What follows belongs to an exercise in optimizing a design on an open flow for small area, a short achievable clock period and few clock cycles; a production flow would make more cautious choices.
The RTL was checked by simulation tests, not by an equivalence proof against the original design. The flow treats the clock pin as an ideal source, which a real chip does not have.

// be_rank
module be_rank #(
    parameter N  = 32,
    parameter IW = 5                  
) (
    input  wire          clk,
    input  wire          rst,         
    input  wire [1:0]    cfg_mode,
    input  wire          cfg_sigma_neg,    
    input  wire [7:0]    cfg_wv,
    input  wire [7:0]    cfg_wh,
    input  wire [7:0]    cfg_wt,
    input  wire [7:0]    cfg_wl,
    input  wire [3:0]    cfg_shift,
    input  wire [15:0]   cfg_vrefc,
    input  wire [7:0]    cfg_tavgp,        
    input  wire          in_valid,
    output wire          in_ready,
    input  wire          in_last,
    input  wire [15:0]   in_vcap,
    input  wire [7:0]    in_temp,          
    input  wire [9:0]    in_life,
    input  wire          in_ins,           
    input  wire          in_obs,           
    output wire          out_valid,
    input  wire          out_ready,
    output wire          out_last,
    output wire          out_unranked,
    output wire [IW-1:0] out_rank,
    output wire [15:0]   out_score
);
clock: 27.0 ns
lec_check: 0
cap_margin: 20
core_margin: 2
core_utilization: 65
cts_cluster_diameter: 60
cts_cluster_size: 30
slew_margin: 20
standard.sh (not shown) runs the stock make flow with config.mk's settings and CLKGATE_MAP_FILE= SYNTH_SCRIPT=/design/flow/synth_recipe.tcl, a recipe that flattens the netlist after the stock synthesis.
==> flow/flow/run.sh <==
#!/bin/bash
# Standard layout, with the port buffers made from buf_2 cells and clock
# tree synthesis without dummy loads.
set -euo pipefail
export BUFFER_PORTS_ARGS="-buffer_cell sky130_fd_sc_hd__buf_2"
export CTS_ARGS="-sink_clustering_enable -repair_clock_nets -sink_clustering_size 30 -sink_clustering_max_diameter 60 -dont_use_dummy_load"
bash standard.sh > standard.log 2>&1
Testbench counts at the start, summed over its fixed seeds: cycles 12,576.
Then changed:
==> flow/flow/run.sh (replaced) <==
#!/bin/bash
# Standard layout, with the port buffers made from buf_2 cells and clock
# tree synthesis without dummy loads.
set -euo pipefail
export BUFFER_PORTS_ARGS="-buffer_cell sky130_fd_sc_hd__buf_2"
export CTS_ARGS="-sink_clustering_enable -repair_clock_nets -sink_clustering_size 25 -sink_clustering_max_diameter 150 -dont_use_dummy_load"
bash standard.sh > standard.log 2>&1
After rerunning: The new run produced a clean layout. Flip-flop and latch count does not change. Design area shrinks slightly. Die area stays the same. Clock skew shrinks by 0.019 ns. First-iteration DRC count grows by a few percent. Cell count shrinks slightly. Synthesized area is unchanged.

* * *

Another version of the RTL of be_rank (not shown whole).
Size: about 67,000 um2 of cells after synthesis.
Settings: LEC_CHECK=0, ABC_AREA=1, CAP_MARGIN=20, CORE_MARGIN=2, CORE_UTILIZATION=40, CTS_CLUSTER_DIAMETER=70, CTS_CLUSTER_SIZE=35, SLEW_MARGIN=20; clock period 27.0 ns.
==> flow/flow/run.sh <==
#!/bin/bash
# Standard layout, with the port buffers made from buf_2 cells.
set -euo pipefail
export BUFFER_PORTS_ARGS="-buffer_cell sky130_fd_sc_hd__buf_2"
bash standard.sh > standard.log 2>&1
The first run completed without violations.
Testbench counts at the start, summed over its fixed seeds: cycles 12,576.
==> next run, changes <==
ABC_AREA = not set   (was 1)
Result: Global-route usage rises by 0.81 points; first-iteration DRC count falls by a few percent; wire length goes up by a few percent; flip-flop and latch count is unchanged; register-to-register slack got worse by 390 ps; maximum frequency shrinks slightly; worst setup slack loses 75 ps; utilization increases by 0.16 points.
==> next run, changes <==
CTS_CLUSTER_DIAMETER = 60   (was 70)
CTS_CLUSTER_SIZE = 30   (was 35)
Non-clock buffer count does not change.
Design area grows by 0.44%.
Wire length grows by 0.34%.

* * *

Another version of the RTL of be_rank (not shown whole).
For scale: about 6100 cells after synthesis, ~1500 flip-flops, roughly 130 I/O pins.
Design be_rank, start of the top module:
module be_rank #(
    parameter N  = 32,
    parameter IW = 5                  
) (
    input  wire          clk,
    input  wire          rst,         
    input  wire [1:0]    cfg_mode,
    input  wire          cfg_sigma_neg,    
    input  wire [7:0]    cfg_wv,
    input  wire [7:0]    cfg_wh,
    input  wire [7:0]    cfg_wt,
    input  wire [7:0]    cfg_wl,
    input  wire [3:0]    cfg_shift,
    input  wire [15:0]   cfg_vrefc,
    input  wire [7:0]    cfg_tavgp,        
    input  wire          in_valid,
    output wire          in_ready,
    input  wire          in_last,
    input  wire [15:0]   in_vcap,
    input  wire [7:0]    in_temp,          
    input  wire [9:0]    in_life,
    input  wire          in_ins,           
    input  wire          in_obs,           
    output wire          out_valid,
    input  wire          out_ready,
    output wire          out_last,
    output wire          out_unranked,
    output wire [IW-1:0] out_rank,
    output wire [15:0]   out_score
);
Settings: LEC_CHECK=0, CAP_MARGIN=20, CORE_MARGIN=2, CORE_UTILIZATION=65, CTS_CLUSTER_DIAMETER=60, CTS_CLUSTER_SIZE=30, SLEW_MARGIN=20; clock period 27.0 ns.
Scripts as last shown in full above: flow/flow/run.sh
Testbench counts at the start, summed over its fixed seeds: cycles 12,576.
Rerun with:
Settings changed: CORE_UTILIZATION 65 to 40.
Setup slack is worse by 75 ps.
Clock skew came out lower by 23 ps.
Via count came out lower slightly.
Worst hold slack is better by 14 ps.
Routed wire length came out higher by a few percent.
Count of clock-buffer cells in the layout came out higher by 5.
First-iteration DRC count came out lower slightly.
Fmax came out lower slightly.
Rerun with:
==> flow/flow/run.sh (replaced) <==
#!/bin/bash
# Standard layout, with the port buffers made from buf_2 cells and clock
# tree synthesis without dummy loads.
set -euo pipefail
export BUFFER_PORTS_ARGS="-buffer_cell sky130_fd_sc_hd__buf_2"
export CTS_ARGS="-sink_clustering_enable -repair_clock_nets -sink_clustering_size 30 -sink_clustering_max_diameter 60 -dont_use_dummy_load"
bash standard.sh > standard.log 2>&1
Settings changed: CORE_UTILIZATION 40 to 65.
Outcome:
- fmax climbs by about 1.3%
- routed wire length falls by 4.9%
- global-route usage rose by 11 points
- core utilization grows by 26 points
- setup slack improves by 88 ps
- non-clock buffer count is unchanged

* * *

be_rank again, from the RTL that the note above started with.
## be_rank
module be_rank #(
    parameter N  = 32,
    parameter IW = 5                  
) (
    input  wire          clk,
    input  wire          rst,         
    input  wire [1:0]    cfg_mode,
    input  wire          cfg_sigma_neg,    
    input  wire [7:0]    cfg_wv,
    input  wire [7:0]    cfg_wh,
    input  wire [7:0]    cfg_wt,
    input  wire [7:0]    cfg_wl,
    input  wire [3:0]    cfg_shift,
    input  wire [15:0]   cfg_vrefc,
    input  wire [7:0]    cfg_tavgp,        
    input  wire          in_valid,
    output wire          in_ready,
    input  wire          in_last,
    input  wire [15:0]   in_vcap,
    input  wire [7:0]    in_temp,          
    input  wire [9:0]    in_life,
    input  wire          in_ins,           
    input  wire          in_obs,           
    output wire          out_valid,
    input  wire          out_ready,
    output wire          out_last,
    output wire          out_unranked,
    output wire [IW-1:0] out_rank,
    output wire [15:0]   out_score
);
export LEC_CHECK = 0
export CAP_MARGIN = 20
export CORE_MARGIN = 2
export CORE_UTILIZATION = 65
export CTS_CLUSTER_DIAMETER = 60
export CTS_CLUSTER_SIZE = 30
export SLEW_MARGIN = 20
create_clock -name core_clock -period 27.0 [get_ports {clk}]
==> flow/flow/run.sh <==
#!/bin/bash
# Standard layout, with the port buffers made from buf_2 cells and clock
# tree synthesis without dummy loads.
set -euo pipefail
export BUFFER_PORTS_ARGS="-buffer_cell sky130_fd_sc_hd__buf_2"
export CTS_ARGS="-sink_clustering_enable -repair_clock_nets -sink_clustering_size 30 -sink_clustering_max_diameter 300 -dont_use_dummy_load"
bash standard.sh > standard.log 2>&1
Testbench counts at the start, summed over its fixed seeds: cycles 12,576.
Edit:
==> flow/flow/run.sh (replaced) <==
#!/bin/bash
# Standard layout, with the port buffers made from buf_2 cells.
set -euo pipefail
export BUFFER_PORTS_ARGS="-buffer_cell sky130_fd_sc_hd__buf_2"
bash standard.sh > standard.log 2>&1
--- a/flow/config.mk
+++ b/flow/config.mk
@@ -10,0 +11 @@
+export CTS_BUF_LIST = sky130_fd_sc_hd__clkbuf_8 sky130_fd_sc_hd__clkbuf_16
Setup slack stays flat.
Synthesized cell count does not change.
Cell count rises by about 1.8%.
Global-route usage rises by 0.62 points.
Critical path depth is unchanged.
Design area rises by about 3.5%.
Routed wire length rises by about 1.8%.
Edit:
--- a/flow/config.mk
+++ b/flow/config.mk
@@ -7,0 +8 @@
+export ABC_AREA = 1
@@ -11 +11,0 @@
-export CTS_BUF_LIST = sky130_fd_sc_hd__clkbuf_8 sky130_fd_sc_hd__clkbuf_16
Outcome:
- routed wire length went up by 4.7%
- die area climbs by 0.86%
- critical path depth stays the same
- via count rises by 12%
- synthesized cell count increases by 23%
- final cell count climbs by 19%

* * *

Another version of the RTL of be_rank (not shown whole).
For scale: roughly 6400 cells after synthesis, about 1500 flip-flops, about 130 I/O pins.
Settings: LEC_CHECK=0, CAP_MARGIN=20, CORE_MARGIN=2, CORE_UTILIZATION=40, SLEW_MARGIN=20; clock period 27.0 ns.
==> flow/flow/run.sh <==
#!/bin/bash
# Standard layout, with the port buffers made from buf_2 cells and timing
# repair aiming at 20.5 ns of setup slack.
set -euo pipefail
export BUFFER_PORTS_ARGS="-buffer_cell sky130_fd_sc_hd__buf_2"
export SETUP_SLACK_MARGIN=20.5
bash standard.sh > standard.log 2>&1
The first run finished with timing, DRC and antenna clean.
Testbench counts at the start, summed over its fixed seeds: cycles 12,576.
Next try:
==> flow/run.sh (new file) <==
#!/bin/bash
# synth_recipe.tcl (not shown) runs the flow's synth.tcl, then flattens the netlist and writes it again
# the make line also repeats each setting of config.mk as NAME=value (left out here)
make -C /OpenROAD-flow-scripts/flow DESIGN_CONFIG=/design/flow/config.mk WORK_HOME=/design/flow/orfs CLKGATE_MAP_FILE= SYNTH_SCRIPT=/design/flow/synth_recipe.tcl finish
removed: flow/flow/run.sh
removed: flow/standard.sh
Critical path depth does not change; synthesized cell count stays the same; global-route usage hardly moves; via count barely changes; design area grows by 0.67%; flip-flop and latch count stays the same; core utilization goes up by 0.30 points; fmax shrinks by 5.5%; die area does not change.

* * *

RTL: one of the versions met above, not the one the previous note started from.
For scale: roughly 1,500 flip-flops, roughly 130 I/O pins, roughly 66,000 um2 of cells after synthesis.
==> flow/config.mk <==
export PLATFORM = sky130hd
export DESIGN_NAME = be_rank
export DESIGN_NICKNAME = be_rank
export VERILOG_FILES = /design/flow/design.v
export SDC_FILE = /design/flow/constraint.sdc
export NUM_CORES = 4
export LEC_CHECK = 0
export CAP_MARGIN = 20
export CORE_MARGIN = 2
export CORE_UTILIZATION = 65
export CTS_BUF_LIST = sky130_fd_sc_hd__clkbuf_8
export CTS_CLUSTER_DIAMETER = 40
export CTS_CLUSTER_SIZE = 16
export SLEW_MARGIN = 20
==> flow/constraint.sdc <==
create_clock -name core_clock -period 27.0 [get_ports {clk}]
set_input_delay 5.4000 -clock core_clock [delete_from_list [all_inputs] [get_ports {clk}]]
set_output_delay 5.4000 -clock core_clock [all_outputs]
set_load 0.01 [all_outputs]
==> flow/flow/run.sh <==
#!/bin/bash
# Standard layout, with the port buffers made from buf_2 cells.
set -euo pipefail
export BUFFER_PORTS_ARGS="-buffer_cell sky130_fd_sc_hd__buf_2"
bash standard.sh > standard.log 2>&1
Testbench counts at the start, summed over its fixed seeds: cycles 12,576.
Next try:
==> flow/flow/run.sh (replaced) <==
#!/bin/bash
# Standard layout, with the port buffers made from buf_2 cells and clock
# tree synthesis without dummy loads.
set -euo pipefail
export BUFFER_PORTS_ARGS="-buffer_cell sky130_fd_sc_hd__buf_2"
export CTS_ARGS="-sink_clustering_enable -repair_clock_nets -sink_clustering_size 30 -sink_clustering_max_diameter 150 -dont_use_dummy_load"
bash standard.sh > standard.log 2>&1
CAP_MARGIN = 5   (was 20)
CTS_BUF_LIST = unset   (was sky130_fd_sc_hd__clkbuf_8)
CTS_CLUSTER_DIAMETER = 60   (was 40)
CTS_CLUSTER_SIZE = 30   (was 16)
SLEW_MARGIN = 5   (was 20)
Effect: Global-route usage went down by 0.73 points; core utilization went down by 2.2 points; design area came out lower by 3.2%; die area does not change; clock-buffer cell count came out lower by 108; routed wire length falls by 1.8%; hold slack gets better by 0.017 ns; first-iteration DRC count went up by 2.4%; sequential cell count does not change.
Next try:
CAP_MARGIN = 20   (was 5)
SLEW_MARGIN = 20   (was 5)
Result: Setup slack is worse by 0.0060 ns. Die area is unchanged. Global-route usage does not change. Sequential share of layout area stays flat.

* * *

be_rank with an RTL version that a note above also has.
Size: about 6400 cells after synthesis, about 1500 flip-flops, ~0.068 mm² of cells after synthesis.
Settings: LEC_CHECK=0, CAP_MARGIN=20, CORE_MARGIN=2, CORE_UTILIZATION=40, SLEW_MARGIN=20; clock period 27.0 ns.
==> flow/flow/run.sh <==
#!/bin/bash
# Standard layout, with the port buffers made from buf_2 cells.
set -euo pipefail
export BUFFER_PORTS_ARGS="-buffer_cell sky130_fd_sc_hd__buf_2"
bash standard.sh > standard.log 2>&1
The starting point passed the timing, design-rule and antenna checks.
Testbench counts at the start, summed over its fixed seeds: cycles 12,576.
==> next run, changes <==
Settings changed: CTS_CLUSTER_DIAMETER from default to 60, CTS_CLUSTER_SIZE from default to 30.
Design area drops by 1.7%.
Area after synthesis stays the same.
Register-to-register slack improves by 0.02 ns.

* * *

## build 25
Another version of the RTL of be_rank (not shown whole).
For scale: roughly 5900 cells after synthesis, roughly 1400 flip-flops, roughly 130 I/O pins.
==> flow/config.mk <==
export PLATFORM = sky130hd
export DESIGN_NAME = be_rank
export DESIGN_NICKNAME = be_rank
export VERILOG_FILES = /design/flow/design.v
export SDC_FILE = /design/flow/constraint.sdc
export NUM_CORES = 4
export LEC_CHECK = 0
export CAP_MARGIN = 20
export CORE_MARGIN = 2
export CORE_UTILIZATION = 80
export CTS_CLUSTER_DIAMETER = 60
export CTS_CLUSTER_SIZE = 30
export SLEW_MARGIN = 20
==> flow/constraint.sdc <==
create_clock -name core_clock -period 27.0 [get_ports {clk}]
set_input_delay 5.4000 -clock core_clock [delete_from_list [all_inputs] [get_ports {clk}]]
set_output_delay 5.4000 -clock core_clock [all_outputs]
set_load 0.01 [all_outputs]
==> flow/flow/run.sh <==
#!/bin/bash
# Standard layout, with the port buffers made from buf_2 cells and clock
# tree synthesis without dummy loads.
set -euo pipefail
export BUFFER_PORTS_ARGS="-buffer_cell sky130_fd_sc_hd__buf_2"
export CTS_ARGS="-sink_clustering_enable -repair_clock_nets -sink_clustering_size 25 -sink_clustering_max_diameter 150 -dont_use_dummy_load"
bash standard.sh > standard.log 2>&1
Testbench counts of build 25, summed over its fixed seeds: cycles 12,576.
--- input diff build 25..build 40 ---
- CORE_UTILIZATION now 65, was 80
Build 40 was carried through to the last stage, and its layout satisfied the timing, design-rule and antenna checks. On highest cell delay on the worst timing path, build 40 and build 25 are basically level. Diff build 25 -> build 40: tightest slew margin relative to the limit up 1.1 points; part of the cycle the worst path needs flat. Between build 40 and build 25, it is build 40 whose routed via count is lower, by about 5%. Final instance area, build 40 vs build 25: up slightly. Global-route usage in build 40 vs build 25: down 8.3 points. Compared with build 25, in build 40 number of global-route vias before repair dropped about 5%, routed length on met1 has increased, total met2 wirelength after detailed routing lost 5000 um.
What build 67 does differently from build 40 at the input level:
- putting PLACE_DENSITY at 0.85 where nothing was set
- swapping 65 for 75 in CORE_UTILIZATION
### Flow results
- Diff build 67..build 40 | final cycle utilization of the critical path | negligible
- | global router's overall resource usage | higher: build 67 |
- Between build 67 and build 40, non-clock buffer count is lower for build 67, build 40 comes in above that.
- Build 40 reports its top layer reached by signal wires as met4 while build 67 reports met5.

-- port drivers added, routing unchanged --
The results above use ideal ports. As a check the final layouts listed here were re-extracted and re-timed, cells and wires unchanged.
Step 1 sets driving cells, clkbuf_16 on the clock port and buf_2 on the other inputs (assumed; they add their load-dependent delay and slew).
Step 2 moves the port delays by t, midway between the first and last clock arrival at a register: inputs arrive t later, outputs are due t later. That takes back most of the time a late clock gives input paths.
a / b / c = no drivers / after step 1 / after step 2; a / b = the first two.
| run | shift t [ns] | setup WS [ns] | worst setup path at the end | pins driven straight from the clock port |
|---|---|---|---|---|
| the first run of note 1 | 0.746 | 20.356 / 20.283 / 20.389 | input to register | 1 |
| the second run of note 1 | 0.715 | 20.368 / 20.335 / 20.368 | register to register | 1 |
| the first run of note 2 | 0.811 | 20.315 / 20.234 / 20.277 | input to register | 1 |
| the second run of note 2 | 0.812 | 20.240 / 20.155 / 20.479 | input to register | 1 |
| the third run of note 2 | 0.837 | 20.225 / 20.140 / 20.459 | input to register | 1 |
| the first run of note 3 | 0.776 | 20.355 / 20.279 / 20.496 | input to register | 1 |
| the second run of note 3 | 0.809 | 20.281 / 20.202 / 20.506 | input to register | 1 |
| the third run of note 3 | 0.738 | 20.369 / 20.294 / 20.492 | input to register | 1 |
| the first run of note 4 | 0.754 | 20.353 / 20.279 / 20.489 | input to register | 1 |
| the second run of note 4 | 0.776 | 20.355 / 20.280 / 20.496 | input to register | 1 |
| the third run of note 4 | 0.794 | 20.245 / 20.171 / 20.382 | input to register | 1 |
| the first run of note 5 | 0.853 | 20.272 / 20.191 / 20.486 | input to register | 1 |
| the second run of note 5 | 0.874 | 19.881 / 19.800 / 20.119 | input to register | 1 |
| the first run of note 6 | 0.943 | 20.160 / 20.081 / 20.498 | input to register | 1 |
| the second run of note 6 | 0.756 | 20.359 / 20.285 / 20.283 | input to register | 1 |
| the third run of note 6 | 0.754 | 20.353 / 20.279 / 20.489 | input to register | 1 |
| the first run of note 7 | 0.867 | 20.248 / 20.171 / 20.470 | input to register | 1 |
| the second run of note 7 | 0.825 | 20.266 / 20.184 / 20.465 | input to register | 1 |
| build 25 | 0.707 | 20.401 / 20.327 / 20.392 | input to register | 1 |
| build 40 | 0.711 | 20.404 / 20.325 / 20.415 | input to register | 1 |
| build 67 | 0.700 | 20.436 / 20.364 / 20.447 | input to register | 1 |
After both steps setup and hold are still met in every run listed. The setup slack of the second run of note 6, which loses most, moves by -0.074 ns with the drivers and by -0.076 ns with both steps.
